Background: an optimization exercise with open tools, aiming at small area and a short achievable clock period. Do not read the settings as production practice. Where RTL was checked, it was by simulation tests only, not by an equivalence proof against the original. No functional check of the RTL was part of run 1. Power figures rest on the tool's default switching activity, not on a simulated workload.

## design/flow/design.v

```verilog
module omt_pe (
    input  wire        clk,
    input  wire        rst_q,       
    input  wire        pwrite_q,    
    input  wire [15:0] wmem_e,      
    input  wire [15:0] wsel,        
    input  wire [20:16] pw,         
    input  wire        wc,          
    input  wire        wm,          
    input  wire        wf,          
    input  wire        wx,          
    input  wire        wy,          
    input  wire        mask_mode,
    input  wire [20:0] asel,        
    input  wire [15:0] bsel,        
    input  wire [3:0]  ksel,        
    input  wire        sel_own,     
    input  wire        sel_n,       
    input  wire        sel_e,
    input  wire        sel_s,
    input  wire        sel_w,
    input  wire        bconst,      
    input  wire [7:0]  tt_r,
    input  wire [7:0]  tt_c,
    input  wire        wbit,        
    input  wire        src_n,       
    input  wire        src_e,
    input  wire        src_s,
    input  wire        src_w,
    output wire        own_b,
    output wire        rbit,
    output wire        f_out,
    output wire        m_out
);
    reg [15:0] mem;
    reg c_r, m_r, f_r, x_r, y_r;
    wire a_bit = |(asel[15:0] & mem);
    assign own_b = |(bsel & mem);
    assign rbit = a_bit | (asel[16] & c_r) | (asel[17] & m_r) |
                  (asel[18] & f_r) | (asel[19] & x_r) | (asel[20] & y_r);
    wire b_bit = (sel_own & own_b) | (sel_n & src_n) | (sel_e & src_e) |
                 (sel_s & src_s) | (sel_w & src_w) | bconst;
    wire k_bit = (ksel[0] & c_r) | (ksel[1] & f_r) | (ksel[2] & x_r) |
                 (ksel[3] & y_r);
    wire old_w = |(wsel & mem);
    wire [2:0] idx = {a_bit, b_bit, k_bit};
    wire r  = tt_r[idx];
    wire g  = tt_c[idx];
    wire en = mask_mode | m_r;
    wire d  = rst_q ? 1'b0 : pwrite_q ? wbit : r;
    wire dw = rst_q ? 1'b0 : pwrite_q ? wbit : en ? r : old_w;
    wire dc = rst_q ? 1'b0 : pwrite_q ? wbit : g;
    wire dm = rst_q ? 1'b1 : pwrite_q ? wbit : r;
    integer j;
    always @(posedge clk) begin
        for (j = 0; j < 16; j = j + 1)
            if (wmem_e[j])
                mem[j] <= dw;
        if (pw[16] | (wc & en)) c_r <= dc;
        if (pw[17] | wm)        m_r <= dm;
        if (pw[18] | (wf & en)) f_r <= d;
        if (pw[19] | (wx & en)) x_r <= d;
        if (pw[20] | (wy & en)) y_r <= d;
    end
    assign f_out = f_r;
    assign m_out = m_r;
endmodule
module omt_beacon (
    input  wire        clk,
    input  wire        rst,
    input  wire        req,         
    input  wire [63:0] f,
    input  wire [63:0] m,
    output reg         valid,
    output reg         res_or,
    output reg  [6:0]  count,
    output reg  [5:0]  first,
    output reg         none
);
    wire [63:0] resp = f & m;
    reg [3:0] rcnt [0:7];
    reg [2:0] rfst [0:7];
    reg       v1;
    integer r, i;
    reg [3:0] c8;
    reg [2:0] f8;
    always @(posedge clk) begin
        v1 <= req & ~rst;
        for (r = 0; r < 8; r = r + 1) begin
            c8 = 4'd0;
            f8 = 3'd0;
            for (i = 0; i < 8; i = i + 1)
                c8 = c8 + {3'd0, resp[8*r+i]};
            for (i = 7; i >= 0; i = i - 1)
                if (resp[8*r+i]) f8 = i[2:0];
            rcnt[r] <= c8;
            rfst[r] <= f8;
        end
    end
    reg [5:0] hcnt [0:1];
    reg [4:0] hfst [0:1];
    reg       hany [0:1];
    reg       v2;
    integer h;
    reg [5:0] c32;
    reg [4:0] f32;
    reg       a32;
    always @(posedge clk) begin
        v2 <= v1 & ~rst;
        for (h = 0; h < 2; h = h + 1) begin
            c32 = 6'd0;
            f32 = 5'd0;
            a32 = 1'b0;
            for (i = 0; i < 4; i = i + 1)
                c32 = c32 + {2'd0, rcnt[4*h+i]};
            for (i = 3; i >= 0; i = i - 1)
                if (|rcnt[4*h+i]) begin
                    f32 = {i[1:0], rfst[4*h+i]};
                    a32 = 1'b1;
                end
            hcnt[h] <= c32;
            hfst[h] <= f32;
            hany[h] <= a32;
        end
    end
    always @(posedge clk) begin
        valid  <= v2 & ~rst;
        res_or <= hany[0] | hany[1];
        none   <= ~(hany[0] | hany[1]);
        count  <= {1'b0, hcnt[0]} + {1'b0, hcnt[1]};
        first  <= hany[0] ? {1'b0, hfst[0]} : {1'b1, hfst[1]};
    end
endmodule
module omt_pe_tile (
    input  wire         clk,
    input  wire         rst,
    input  wire         cmd_valid,
    input  wire [1:0]   cmd_op,
    input  wire [3:0]   a_addr,
    input  wire [3:0]   b_addr,
    input  wire [3:0]   w_addr,
    input  wire [2:0]   b_src,
    input  wire [1:0]   k_src,
    input  wire [7:0]   tt_r,
    input  wire [7:0]   tt_c,
    input  wire [2:0]   dest,
    input  wire         carry_en,
    input  wire         mask_mode,
    input  wire [1:0]   bcn_req,
    input  wire [7:0]   edge_mode,     
    input  wire [15:0]  b_const,
    input  wire [4:0]   plane_sel,
    input  wire [63:0]  plane_wdata,
    output reg          rd_valid,
    output reg  [63:0]  rd_data,
    output wire         bcn_valid,
    output wire         bcn_or,
    output wire [6:0]   bcn_count,
    output wire [5:0]   bcn_first,
    output wire         bcn_none
);
    localparam ROWS = 8;
    localparam COLS = 8;
    localparam NPE  = ROWS * COLS;
    wire v      = cmd_valid & ~rst;
    wire exec   = v && (cmd_op == 2'd0);
    wire pwrite = v && (cmd_op == 2'd1);
    wire pread  = v && (cmd_op == 2'd2);
    wire [4:0] a_sel5 = (cmd_op == 2'd2) ? plane_sel : {1'b0, a_addr};
    wire bs_own = exec && (b_src == 3'd0);
    wire bs_n   = exec && (b_src == 3'd1);
    wire bs_e   = exec && (b_src == 3'd2);
    wire bs_s   = exec && (b_src == 3'd3);
    wire bs_w   = exec && (b_src == 3'd4);
    wire n_wrap = bs_n && (edge_mode[1:0] == 2'd1);
    wire n_refl = bs_n && (edge_mode[1:0] == 2'd2);
    wire e_wrap = bs_e && (edge_mode[3:2] == 2'd1);
    wire e_refl = bs_e && (edge_mode[3:2] == 2'd2);
    wire s_wrap = bs_s && (edge_mode[5:4] == 2'd1);
    wire s_refl = bs_s && (edge_mode[5:4] == 2'd2);
    wire w_wrap = bs_w && (edge_mode[7:6] == 2'd1);
    wire w_refl = bs_w && (edge_mode[7:6] == 2'd2);
    reg         rst_q, pwrite_q, pread_q, bcn_q, mask_q;
    reg  [15:0] wmem_q, wsel_q;
    reg  [20:16] pw_q;
    reg         wc_q, wm_q, wf_q, wx_q, wy_q;
    reg  [20:0] asel_q;
    reg  [15:0] bsel_q;
    reg  [3:0]  ksel_q;
    reg         bs_n_q, bs_e_q, bs_s_q, bs_w_q;
    reg         n_wrap_q, e_wrap_q, s_wrap_q, w_wrap_q;
    reg         own_q, own_n_q, own_e_q, own_s_q, own_w_q;
    reg         own_ne_q, own_nw_q, own_se_q, own_sw_q;
    reg         bconst_q;
    reg  [7:0]  ttr_q, ttc_q;
    reg  [63:0] wdata_q;
    integer j;
    always @(posedge clk) begin
        rst_q    <= rst;
        pwrite_q <= pwrite;
        pread_q  <= pread;
        bcn_q    <= exec && (bcn_req == 2'd1 || bcn_req == 2'd2);
        mask_q   <= mask_mode;
        for (j = 0; j < 16; j = j + 1)
            wmem_q[j] <= rst || (pwrite && (plane_sel == j)) ||
                         (exec && (dest == 3'd1) && (w_addr == j));
        for (j = 0; j < 16; j = j + 1)
            wsel_q[j] <= (w_addr == j);
        for (j = 16; j < 21; j = j + 1)
            pw_q[j] <= rst || (pwrite && (plane_sel == j));
        wc_q <= exec && carry_en;
        wm_q <= exec && (dest == 3'd5);
        wf_q <= exec && (dest == 3'd2);
        wx_q <= exec && (dest == 3'd3);
        wy_q <= exec && (dest == 3'd4);
        for (j = 0; j < 21; j = j + 1)
            asel_q[j] <= (a_sel5 == j);
        for (j = 0; j < 16; j = j + 1)
            bsel_q[j] <= (b_addr == j);
        for (j = 0; j < 4; j = j + 1)
            ksel_q[j] <= (k_src == j);
        bs_n_q   <= bs_n;
        bs_e_q   <= bs_e;
        bs_s_q   <= bs_s;
        bs_w_q   <= bs_w;
        n_wrap_q <= n_wrap;
        e_wrap_q <= e_wrap;
        s_wrap_q <= s_wrap;
        w_wrap_q <= w_wrap;
        own_q    <= bs_own;
        own_n_q  <= bs_own | n_refl;
        own_e_q  <= bs_own | e_refl;
        own_s_q  <= bs_own | s_refl;
        own_w_q  <= bs_own | w_refl;
        own_ne_q <= bs_own | n_refl | e_refl;
        own_nw_q <= bs_own | n_refl | w_refl;
        own_se_q <= bs_own | s_refl | e_refl;
        own_sw_q <= bs_own | s_refl | w_refl;
        bconst_q <= exec && (b_src == 3'd6) && b_const[b_addr];
        ttr_q    <= tt_r;
        ttc_q    <= tt_c;
        wdata_q  <= plane_wdata;
    end
    wire [NPE-1:0] own_b;
    wire [NPE-1:0] f_all;
    wire [NPE-1:0] m_all;
    wire [NPE-1:0] rbit;
    genvar r, c;
    generate
        for (r = 0; r < ROWS; r = r + 1) begin : g_row
            for (c = 0; c < COLS; c = c + 1) begin : g_col
                localparam P = r * COLS + c;
                wire sn, se, ss, sw, so, xn, xe, xs, xw;
                assign sn = (r > 0) ? bs_n_q : n_wrap_q;
                assign xn = (r > 0) ? own_b[P - COLS] : own_b[(ROWS-1)*COLS + c];
                assign se = (c < COLS-1) ? bs_e_q : e_wrap_q;
                assign xe = (c < COLS-1) ? own_b[P + 1] : own_b[r*COLS];
                assign ss = (r < ROWS-1) ? bs_s_q : s_wrap_q;
                assign xs = (r < ROWS-1) ? own_b[P + COLS] : own_b[c];
                assign sw = (c > 0) ? bs_w_q : w_wrap_q;
                assign xw = (c > 0) ? own_b[P - 1] : own_b[r*COLS + COLS-1];
                assign so = (r == 0 && c == COLS-1) ? own_ne_q :
                            (r == 0 && c == 0)      ? own_nw_q :
                            (r == ROWS-1 && c == COLS-1) ? own_se_q :
                            (r == ROWS-1 && c == 0) ? own_sw_q :
                            (r == 0)        ? own_n_q :
                            (c == COLS-1)   ? own_e_q :
                            (r == ROWS-1)   ? own_s_q :
                            (c == 0)        ? own_w_q : own_q;
                omt_pe u_pe (
                    .clk       (clk),
                    .rst_q     (rst_q),
                    .pwrite_q  (pwrite_q),
                    .wmem_e    (wmem_q),
                    .wsel      (wsel_q),
                    .pw        (pw_q),
                    .wc        (wc_q),
                    .wm        (wm_q),
                    .wf        (wf_q),
                    .wx        (wx_q),
                    .wy        (wy_q),
                    .mask_mode (mask_q),
                    .asel      (asel_q),
                    .bsel      (bsel_q),
                    .ksel      (ksel_q),
                    .sel_own   (so),
                    .sel_n     (sn),
                    .sel_e     (se),
                    .sel_s     (ss),
                    .sel_w     (sw),
                    .bconst    (bconst_q),
                    .tt_r      (ttr_q),
                    .tt_c      (ttc_q),
                    .wbit      (wdata_q[P]),
                    .src_n     (xn),
                    .src_e     (xe),
                    .src_s     (xs),
                    .src_w     (xw),
                    .own_b     (own_b[P]),
                    .rbit      (rbit[P]),
                    .f_out     (f_all[P]),
                    .m_out     (m_all[P])
                );
            end
        end
    endgenerate
    always @(posedge clk) begin
        rd_valid <= pread_q & ~rst;
        rd_data  <= rbit;
    end
    reg bcn_q2;
    always @(posedge clk)
        bcn_q2 <= bcn_q & ~rst;
    omt_beacon u_beacon (
        .clk   (clk),
        .rst   (rst),
        .req   (bcn_q2),
        .f     (f_all),
        .m     (m_all),
        .valid (bcn_valid),
        .res_or(bcn_or),
        .count (bcn_count),
        .first (bcn_first),
        .none  (bcn_none)
    );
endmodule
```

## design/flow/run.sh

```bash
#!/bin/bash
# synth_recipe.tcl (not shown) runs the flow's synth.tcl, then flattens the netlist and writes it again
# the make line also repeats each setting of config.mk as NAME=value (left out here)
make -C /OpenROAD-flow-scripts/flow DESIGN_CONFIG=/design/flow/config.mk WORK_HOME=/design/flow/orfs CLKGATE_MAP_FILE= SYNTH_SCRIPT=/design/flow/synth_recipe.tcl finish
```

## design/flow/config.mk

```make
export PLATFORM = sky130hd
export DESIGN_NAME = omt_pe_tile
export DESIGN_NICKNAME = omt_pe_tile
export VERILOG_FILES = /design/flow/design.v
export SDC_FILE = /design/flow/constraint.sdc
export NUM_CORES = 8
export LEC_CHECK = 0
export ABC_CLOCK_PERIOD_IN_PS = 3000
export CAP_MARGIN = 20
export CORE_MARGIN = 2
export CORE_UTILIZATION = 50
export PLACE_DENSITY = 0.6
export SETUP_SLACK_MARGIN = 4.5
export SLEW_MARGIN = 20
```

## design/flow/constraint.sdc

```tcl
create_clock -name core_clock -period 8.0 [get_ports {clk}]
set_input_delay 1.6000 -clock core_clock [delete_from_list [all_inputs] [get_ports {clk}]]
set_output_delay 1.6000 -clock core_clock [all_outputs]
set_load 0.01 [all_outputs]
```

==> results of run 1 <==
## power by group through the flow
stage | clock (uW) | combinational [uW] | sequential, uW
2_1_floorplan | 0 | 3440 | 11800
3_3_place_gp | 0 | 5410 | 12300
3_5_place_dp | 0 | 5510 | 12300
4_1_cts | 8750 | 5660 | 12100
5_1_grt | 9080 | 6320 | 12200
6_report | 8770 | 6060 | 12200
## placed cells by master, fill, tap and decap left out, types with 52 or more instances in the layout
cell type           n
edfxtp_1         1344
a22o_1            646
a221oi_1          520
a22oi_1           508
nand2_1           362
mux2i_1           350
a21oi_1           347
nor2_1            290
buf_4             274
a21o_1            263
nand3_1           252
dfxtp_1           245
mux2_2            241
clkdlybuf4s50_1   217
clkbuf_16         192
inv_1             176
nand4_1           127
a221oi_2          120
o21ai_0            97
o31ai_1            90
dfxtp_4            89
or3_1              87
o211ai_1           69
or2_2              66
nor3_1             65
a222oi_1           64
a211oi_1           60
ha_1               54
a31oi_1            52
nand3_2            52
## through the flow
step	instances	hold WS (ns)	instance area (um^2)	setup WS [ns]
final	10600	0.439	104000	4.21
after global routing	10600	0.452	104000	4.49
after CTS	10500	0.443	104000	4.50
after detailed placement	10100	0.429	96700	3.64
after global placement	10100	0.421	96700	3.70
after floorplan	8050	0.403	93400	4.84
## cell type report
cell class              instances  area, um^2  area share
flip-flops and latches       1694       47700       0.458
well taps                    2480        3100      0.0298
clock buffers                 223        4980      0.0478
repair buffers                538        5060      0.0485
multi-input cells            5339       41500       0.399
clock inverters               114        1110      0.0106
inverters                     177         669     0.00642
diodes                         15        37.5    0.000360
## cell usage after synthesis, types with 12 or more instances
| cell type | n | area share |
|---|---|---|
| edfxtp_1 | 1344 | 0.43 |
| a22o_1 | 646 | 0.061 |
| a221oi_1 | 520 | 0.049 |
| a22oi_1 | 514 | 0.041 |
| clkbuf_1 | 490 | 0.020 |
| nand2_1 | 362 | 0.015 |
| a21oi_1 | 356 | 0.019 |
| mux2i_1 | 355 | 0.038 |
| dfxtp_1 | 350 | 0.075 |
| nor2_1 | 294 | 0.012 |
| a21o_1 | 263 | 0.021 |
| nand3_1 | 254 | 0.014 |
| mux2_2 | 241 | 0.029 |
| inv_1 | 177 | 0.0071 |
| nand4_1 | 127 | 0.0085 |
| a221oi_2 | 120 | 0.019 |
| buf_6 | 106 | 0.013 |
| buf_2 | 103 | 0.0055 |
| o21ai_0 | 100 | 0.0054 |
| o31ai_1 | 90 | 0.0072 |
| or3_1 | 87 | 0.0058 |
| buf_4 | 81 | 0.0065 |
| nor3_1 | 71 | 0.0038 |
| o211ai_1 | 69 | 0.0055 |
| or2_2 | 67 | 0.0045 |
| a211oi_1 | 64 | 0.0051 |
| a222oi_1 | 64 | 0.0069 |
| and4_1 | 64 | 0.0060 |
| buf_1 | 60 | 0.0024 |
| nand3_2 | 59 | 0.0063 |
| ha_1 | 54 | 0.0072 |
| a31oi_1 | 52 | 0.0035 |
| a31o_1 | 50 | 0.0047 |
| fa_1 | 45 | 0.0096 |
| nor3b_1 | 42 | 0.0034 |
| a21oi_2 | 37 | 0.0035 |
| o21ai_2 | 32 | 0.0030 |
| nor2b_1 | 28 | 0.0019 |
| and2_1 | 26 | 0.0017 |
| o21bai_1 | 26 | 0.0021 |
| a2111oi_0 | 25 | 0.0023 |
| nand2b_1 | 20 | 0.0013 |
| xnor2_1 | 17 | 0.0016 |
| o311ai_1 | 12 | 0.0011 |
## what timing repair did
action / in CTS / in global routing
hold buffers: 0 / 0
resized for setup: 36 / 64
setup buffers: 57 / 34
endpoints found under the setup margin: 944 / 968
pin swaps: 34 / 18
## state kept, by name (all words and copies together), names as in the netlist, 4 cells and up
name	count
asel_q	21
u_beacon.hfst	10
u_beacon.first	6
u_beacon.count	7
u_beacon.rcnt	32
wmem_q	16
g_row.g_col.u_pe.x_r	64
u_beacon.hcnt	12
ttc_q	8
g_row.g_col.u_pe.y_r	64
wdata_q	64
ttr_q	8
wsel_q	16
g_row.g_col.u_pe.m_r	64
rd_data	64
pw_q	5
ksel_q	4
g_row.g_col.u_pe.mem	1024
g_row.g_col.u_pe.c_r	64
g_row.g_col.u_pe.f_r	64
u_beacon.rfst	24
bsel_q	16
## per-layer routing
| metal | global-route usage | vias up |
|---|---|---|
| met5 | 0.0179 | - |
| met4 | 0.275 | 24 |
| met3 | 0.259 | 2567 |
| met2 | 0.650 | 8971 |
| met1 | 0.593 | 41500 |
| li1 | - | 32400 |
## kinds of logic (layout without fill, tap and decap cells)
| group | count (synthesis) | in the layout | synth area share |
|---|---|---|---|
| AO/OA/AOI/OAI | 3086 | 3086 | 0.265 |
| flip-flops | 1694 | 1694 | 0.507 |
| AND/OR/NAND/NOR | 1531 | 1531 | 0.0861 |
| buffers and inverters | 1017 | 1052 | 0.0540 |
| multiplexers | 602 | 602 | 0.0684 |
| adder cells (fa/ha/maj) | 99 | 99 | 0.0169 |
| XOR/XNOR | 21 | 21 | 0.00197 |
| other | 0 | 15 | 0 |
## path summary, 6_finish.rpt
path | slack (ns) | depth (start not counted) | startpoint | endpoint
max | 4.21 | 7 | wsel_q[5] | g_row[5].g_col[5].u_pe.mem[7]
min | 0.44 | 1 | bcn_q2 | u_beacon.v1
max reg2reg | 4.21 | 7 | wsel_q[5] | g_row[5].g_col[5].u_pe.mem[7]
min reg2reg | 0.44 | 1 | bcn_q2 | u_beacon.v1
==> flow_summary.yaml, run 1 <==
sta:
  relSlewSlack: 0.163
  finClkSkew_ns: 0.0451
  final_hold_viol_count: 0
  rsz0062_at_grt: "false"
  setup_viol: 0
  final_max_slew_viol_count: 0
  fin_crit_ns: 3.79
  fmax_mhz: 264
  fin_crit_sh: 0.474
  setup_tns_ns: 0
  worstMarginPinSlew_ns: 1.25
clocking:
  clk_root_buffer_cell: "clkbuf_16"
  cts_buffers: 182
  clk_pin_slew_ns: 0.06
  cts_tree: "built"
  cts_sinks: 1694
  ctsLongestPathBuffers: 3
  htree_num_levels: 4
  clock_latency_ns: 0.89
worst_setup_path:
  crit_family: "compound AO/OA/AOI/OAI gates"
  start_kind: "flip-flop"
  path_cells: "buf_4, a22o_1, a221oi_1, nand4_1, o21ai_0, a211oi_1, buf_4"
  critPathMaxStageDelay_ns: 0.97
  crit_path_max_fanout: 33
  critPathKind: "reg -> reg"
  crit_required_ns: 8.67
  crit_buf_inv: 2
  crit_slowest_cell: "dfxtp_4"
  cpMostUsedCell: "buf_4"
  worstPathArrival_ns: 4.45
  cp-end-kind: "flip-flop"
detailed_routing:
  via_per_inst: 8.08
  drc: 0
  wl_met1_um: 163000
  top_layer: "met5"
  wl_met3_um: 89400
  vias: 85500
  drt-initial-drc-count: 19300
  antenna_left: 0
  finalWirelength_um: 477000
  dr.pass1.iters: 14
  route.met2.wl_um: 185000
  post_drt_wl_per_cell_um: 45.0
floorplanning:
  start_util: 0.504
  dieArea_um2: 190000
  die_h_um: 436
  rows: 158
  ios: 219
  die_w_um: 436
  design.core.area_um2: 185000
power_and_ir_drop:
  switching_share: 0.330
  p_int_uw: 18100
  p_seq_frac: 0.451
  power_leakage_uw: 0.0381
  power_uw: 27000
  p_comb_frac: 0.224
  vdd_drop_max_uv: 266
  pwr-share-clk: 0.325
  powerDensity_nw_per_um2: 259
  switching_power_uw: 8910
synth:
  synthesis.nets: 8287
  synth_ff_type: "edfxtp_1"
  synth.avg_cell_area_um2: 11.6
  synth_edf_count: 1344
  ys_ff_latch: 1694
  async_flop_share: 0
  yosysSeqAreaShare: 0.507
  synth_warnings: 8
  netlist_instances: 8050
  ys_types: 72
  syn_area_um2: 93400
hold_path:
  hold_class: "reg -> reg"
finish:
  n_fill_cell: 15500
  area_growth_pct: 11.6
  drive_above_1_share: 0.172
  nets: 8169
  finish.utilization: 0.562
placement:
  gp_congestion: 1.03
  dpl.hpwl_um: 289000
  port_buffers: 218
grt:
  grt_pass1_wl_um: 637000
  grt_max_degree: 115
  overflow: 0
  antenna_found_initial: 30
  grt_pass1_vias: 78300
  grt_usage: 0.478
status:
  outcome: "complete, no violations"
run:
  maxCapViolations: 0
==> run 2, diff against run 1 <==
--- a/design/flow/design.v
+++ b/design/flow/design.v
@@ -3,7 +3,6 @@
     input  wire        rst_q,       
     input  wire        pwrite_q,    
-    input  wire [15:0] wmem_e,      
-    input  wire [15:0] wsel,        
-    input  wire [20:16] pw,         
+    input  wire [15:0] wmem,        
+    input  wire [20:0] pw,          
     input  wire        wc,          
     input  wire        wm,          
@@ -43,5 +42,4 @@
     wire k_bit = (ksel[0] & c_r) | (ksel[1] & f_r) | (ksel[2] & x_r) |
                  (ksel[3] & y_r);
-    wire old_w = |(wsel & mem);
     wire [2:0] idx = {a_bit, b_bit, k_bit};
     wire r  = tt_r[idx];
@@ -49,5 +47,4 @@
     wire en = mask_mode | m_r;
     wire d  = rst_q ? 1'b0 : pwrite_q ? wbit : r;
-    wire dw = rst_q ? 1'b0 : pwrite_q ? wbit : en ? r : old_w;
     wire dc = rst_q ? 1'b0 : pwrite_q ? wbit : g;
     wire dm = rst_q ? 1'b1 : pwrite_q ? wbit : r;
@@ -55,11 +52,11 @@
     always @(posedge clk) begin
         for (j = 0; j < 16; j = j + 1)
-            if (wmem_e[j])
-                mem[j] <= dw;
-        if (pw[16] | (wc & en)) c_r <= dc;
-        if (pw[17] | wm)        m_r <= dm;
-        if (pw[18] | (wf & en)) f_r <= d;
-        if (pw[19] | (wx & en)) x_r <= d;
-        if (pw[20] | (wy & en)) y_r <= d;
+            if (rst_q | pw[j] | (wmem[j] & en))
+                mem[j] <= d;
+        if (rst_q | pw[16] | (wc & en)) c_r <= dc;
+        if (rst_q | pw[17] | wm)        m_r <= dm;
+        if (rst_q | pw[18] | (wf & en)) f_r <= d;
+        if (rst_q | pw[19] | (wx & en)) x_r <= d;
+        if (rst_q | pw[20] | (wy & en)) y_r <= d;
     end
     assign f_out = f_r;
@@ -182,6 +179,6 @@
     wire w_refl = bs_w && (edge_mode[7:6] == 2'd2);
     reg         rst_q, pwrite_q, pread_q, bcn_q, mask_q;
-    reg  [15:0] wmem_q, wsel_q;
-    reg  [20:16] pw_q;
+    reg  [15:0] wmem_q;
+    reg  [20:0] pw_q;
     reg         wc_q, wm_q, wf_q, wx_q, wy_q;
     reg  [20:0] asel_q;
@@ -203,10 +200,7 @@
         mask_q   <= mask_mode;
         for (j = 0; j < 16; j = j + 1)
-            wmem_q[j] <= rst || (pwrite && (plane_sel == j)) ||
-                         (exec && (dest == 3'd1) && (w_addr == j));
-        for (j = 0; j < 16; j = j + 1)
-            wsel_q[j] <= (w_addr == j);
-        for (j = 16; j < 21; j = j + 1)
-            pw_q[j] <= rst || (pwrite && (plane_sel == j));
+            wmem_q[j] <= exec && (dest == 3'd1) && (w_addr == j);
+        for (j = 0; j < 21; j = j + 1)
+            pw_q[j] <= pwrite && (plane_sel == j);
         wc_q <= exec && carry_en;
         wm_q <= exec && (dest == 3'd5);
@@ -272,6 +266,5 @@
                     .rst_q     (rst_q),
                     .pwrite_q  (pwrite_q),
-                    .wmem_e    (wmem_q),
-                    .wsel      (wsel_q),
+                    .wmem      (wmem_q),
                     .pw        (pw_q),
                     .wc        (wc_q),
==> design/flow/config.mk (replaced) <==
export PLATFORM = sky130hd
export DESIGN_NAME = omt_pe_tile
export DESIGN_NICKNAME = omt_pe_tile
export VERILOG_FILES = /design/flow/design.v
export SDC_FILE = /design/flow/constraint.sdc
export NUM_CORES = 8
export LEC_CHECK = 0
export CAP_MARGIN = 20
export CORE_MARGIN = 2
export CORE_UTILIZATION = 30
export PLACE_DENSITY = 0.45
export SLEW_MARGIN = 20
==> run 2 against run 1 <==
  * Still clean
  * Final area up 1.5%
  * Clock power up about 10%
  * Die area increased by 65%
  * Register-to-register slack worse by 1.1 ns
  * Sequential share of layout area decreased by 0.73 points
  * Worst hold slack got worse by 0.017 ns
  * Critical path depth grew 1
  * Sequential cell count unchanged
  * Critical path type unchanged
  * Highest routed layer unchanged
==> flow_summary.yaml, run 2 <==
power_and_ir_drop:
  powerDensity_nw_per_um2: 255
  vdd_drop_max_uv: 220
  power_leakage_uw: 0.0437
synth:
  synth_edf_count: 1344
  synth_ff_type: "edfxtp_1"
  netlist.area_leader.share: 0.435
  synthesis.nets: 8270
  synth_warnings: 8
  ys_types: 51
  syn_area_um2: 92900
  yosysSeqAreaShare: 0.510
  synthTopCellsByArea: "edfxtp_1 43%, a21o_1 10%, dfxtp_1 7.5%, a22oi_1 6.8%, mux2i_1 4.8%"
  synth.most_common_cell: "edfxtp_1"
  netlist_instances: 8033
  synthTopCellsByCount: "1344 x edfxtp_1, 1291 x a21o_1, 838 x a22oi_1, 674 x clkbuf_1, 448 x mux2i_1"
  synth.avg_cell_area_um2: 11.6
  ys_ff_latch: 1694
  yosys.area.top_type: "edfxtp_1"
  async_flop_share: 0
finish:
  largest-register: "g_row.g_col.u_pe.mem"
  drive_above_1_share: 0.159
  largest_reg_flops: 1024
  area_growth_pct: 13.9
  mostFrequentLayoutCell: "edfxtp_1"
  final_cell_mix: "1344 x edfxtp_1, 1291 x a21o_1, 838 x a22oi_1"
  nets: 7980
worst_setup_path:
  crit_buf_inv: 1
  r2r-start: "bsel_q[4]"
  crit_slowest_cell: "a22oi_1"
  path_cells: "buf_4, a22o_1, a221oi_2, nand4_1, a22oi_1, a41oi_1, o21a_1, nor3_4"
  crit_required_ns: 8.56
  crit_family: "compound AO/OA/AOI/OAI gates"
  start_kind: "flip-flop"
  crit_path_max_fanout: 24
  critPathKind: "reg -> reg"
  critPathMaxStageDelay_ns: 1.01
  worstPathArrival_ns: 5.43
  setup.worst_path.start: "bsel_q[4]"
  cp-end-kind: "flip-flop"
detailed_routing:
  wl_met1_um: 191000
  vias: 80600
  route.met2.wl_um: 222000
  top_layer: "met5"
  dr.pass1.iters: 9
  finalWirelength_um: 513000
  antenna_left: 0
  wl_met3_um: 62400
  drt-initial-drc-count: 13300
  via_per_inst: 6.69
  post_drt_wl_per_cell_um: 42.6
  drc: 0
clocking:
  clk_pin_slew_ns: 0.06
  cts_hold_buffers: 0
  ctsResizeCount: 0
  post_cts.repair.setup_buffers: 0
  clock_latency_ns: 0.93
  cts_buffers: 202
  cts_tree: "built"
  htree_num_levels: 4
  clk_root_buffer_cell: "clkbuf_16"
  ctsLongestPathBuffers: 4
  cts_sinks: 1694
floorplanning:
  design.core.area_um2: 308000
  start_util: 0.301
  ios: 219
  die_h_um: 560
  dieArea_um2: 314000
  die_w_um: 560
  rows: 204
run:
  maxCapViolations: 0
grt:
  grt_pass1_wl_um: 684000
  antenna_found_initial: 49
  grt_pass1_vias: 77700
  grt_usage: 0.313
  grt_max_degree: 83
  overflow: 0
sta:
  setup_slack_ns: 3.13
  final_max_slew_viol_count: 0
  rsz0062_at_grt: "false"
  final_hold_viol_count: 0
  fin_crit_sh: 0.609
  fin_crit_ns: 4.87
  fmax_mhz: 205
  worstMarginPinSlew_ns: 1.28
  hold_slack_ns: 0.423
  setup_tns_ns: 0
  finClkSkew_ns: 0.0766
  setup_viol: 0
  relSlewSlack: 0.149
placement:
  place_ws_ns: 3.24
  port_buffers: 218
  dpl.hpwl_um: 302000
  gp_congestion: 0.940
hold_path:
  min_from: "u_beacon.hany[1]"
  hold_class: "reg -> reg"
status:
  outcome: "complete, no violations"
-- run 2: changes by cell type in the layout (fill, tap and decap cells not counted), moves of 98 or more --
cell	delta
a221oi_1	-487
a22oi_1	+330
a22o_1	-384
a21o_1	+1028
a21oi_1	-202
nand3_1	-174
mux2i_1	+98
a221oi_2	+103
-- run 2: final cells by class --
class,count,area [um^2]
Multi-Input combinational cell,5294,41800
Tap cell,4120,5150
Inverter,136,515
Clock inverter,106,1180
Antenna cell,25,62.6
Fill cell,30500,203000
Timing Repair Buffer,415,3860
Clock buffer,263,5580
Sequential cell,1694,47700
-- run 2: path summary, 6_finish.rpt --
check	endpoint	slack (ns)	cells past startpoint
worst max-delay path	g_row[6].g_col[4].u_pe.mem[3]	3.13	8
worst min register to register	u_beacon.res_or	0.42	1
worst min-delay path	u_beacon.res_or	0.42	1
worst max register to register	g_row[6].g_col[4].u_pe.mem[3]	3.13	8
-- run 2: kinds of logic after synthesis --
group	after synthesis	share of synthesized area
AO/OA/AOI/OAI	3294	0.283
buffers and inverters	1045	0.0465
flip-flops	1694	0.510
AND/OR/NAND/NOR	1224	0.0677
adder cells (fa/ha/maj)	99	0.0170
multiplexers	656	0.0741
XOR/XNOR	21	0.00198
-- run 2: layer usage --
layer / vias to the layer above / GRT usage
met3: 1866 / 0.0866
li1: 30900 / -
met2: 6958 / 0.477
met5: - / 0.00331
met1: 40900 / 0.393
met4: 20 / 0.192
-- run 2: report_power, final --
group / switching [uW] / leakage [uW] / internal [uW]
clock: 4070 / 0.00330 / 5600
combinational: 3650 / 0.0237 / 1910
sequential: 918 / 0.0167 / 10800
-- run 2: through the flow --
step	util	instances	area (um^2)	total power (uW)
2_1_floorplan	-	8033	92900	14500
3_3_place_gp	0.320	11700	98600	17100
3_5_place_dp	0.320	11700	98700	17200
4_1_cts	0.342	12000	105000	26800
5_1_grt	0.343	12000	106000	27600
6_report	0.343	12100	106000	26900

[separate check: timing with driven ports]
How much do the figures lean on ideal ports? The routed layouts below were timed once more, with nothing changed but the port constraints. Step 1 sets driving cells, clkbuf_16 on the clock port and buf_2 on the other inputs (assumed; they add their load-dependent delay and slew). Step 2 adds t to the input delays and takes it off the output delays; t is the mean of the earliest and latest rising clock arrival at the registers after step 1. Input paths then give back, and output paths get back, about the clock's delay inside the block. Slacks: no drivers / after step 1 / after step 2; pairs: no drivers / after step 1.
run | t, ns | setup slack, ns | worst setup path after step 2
run 1 | 0.957 | 4.211 / 4.211 / 4.192 | input to register
run 2 | 0.994 | 3.131 / 3.131 / 3.131 | register to register
After both steps every run listed still meets setup and hold. The setup slack of run 1, which loses most, moves by 0.000 ns with the drivers and by -0.019 ns with both steps.
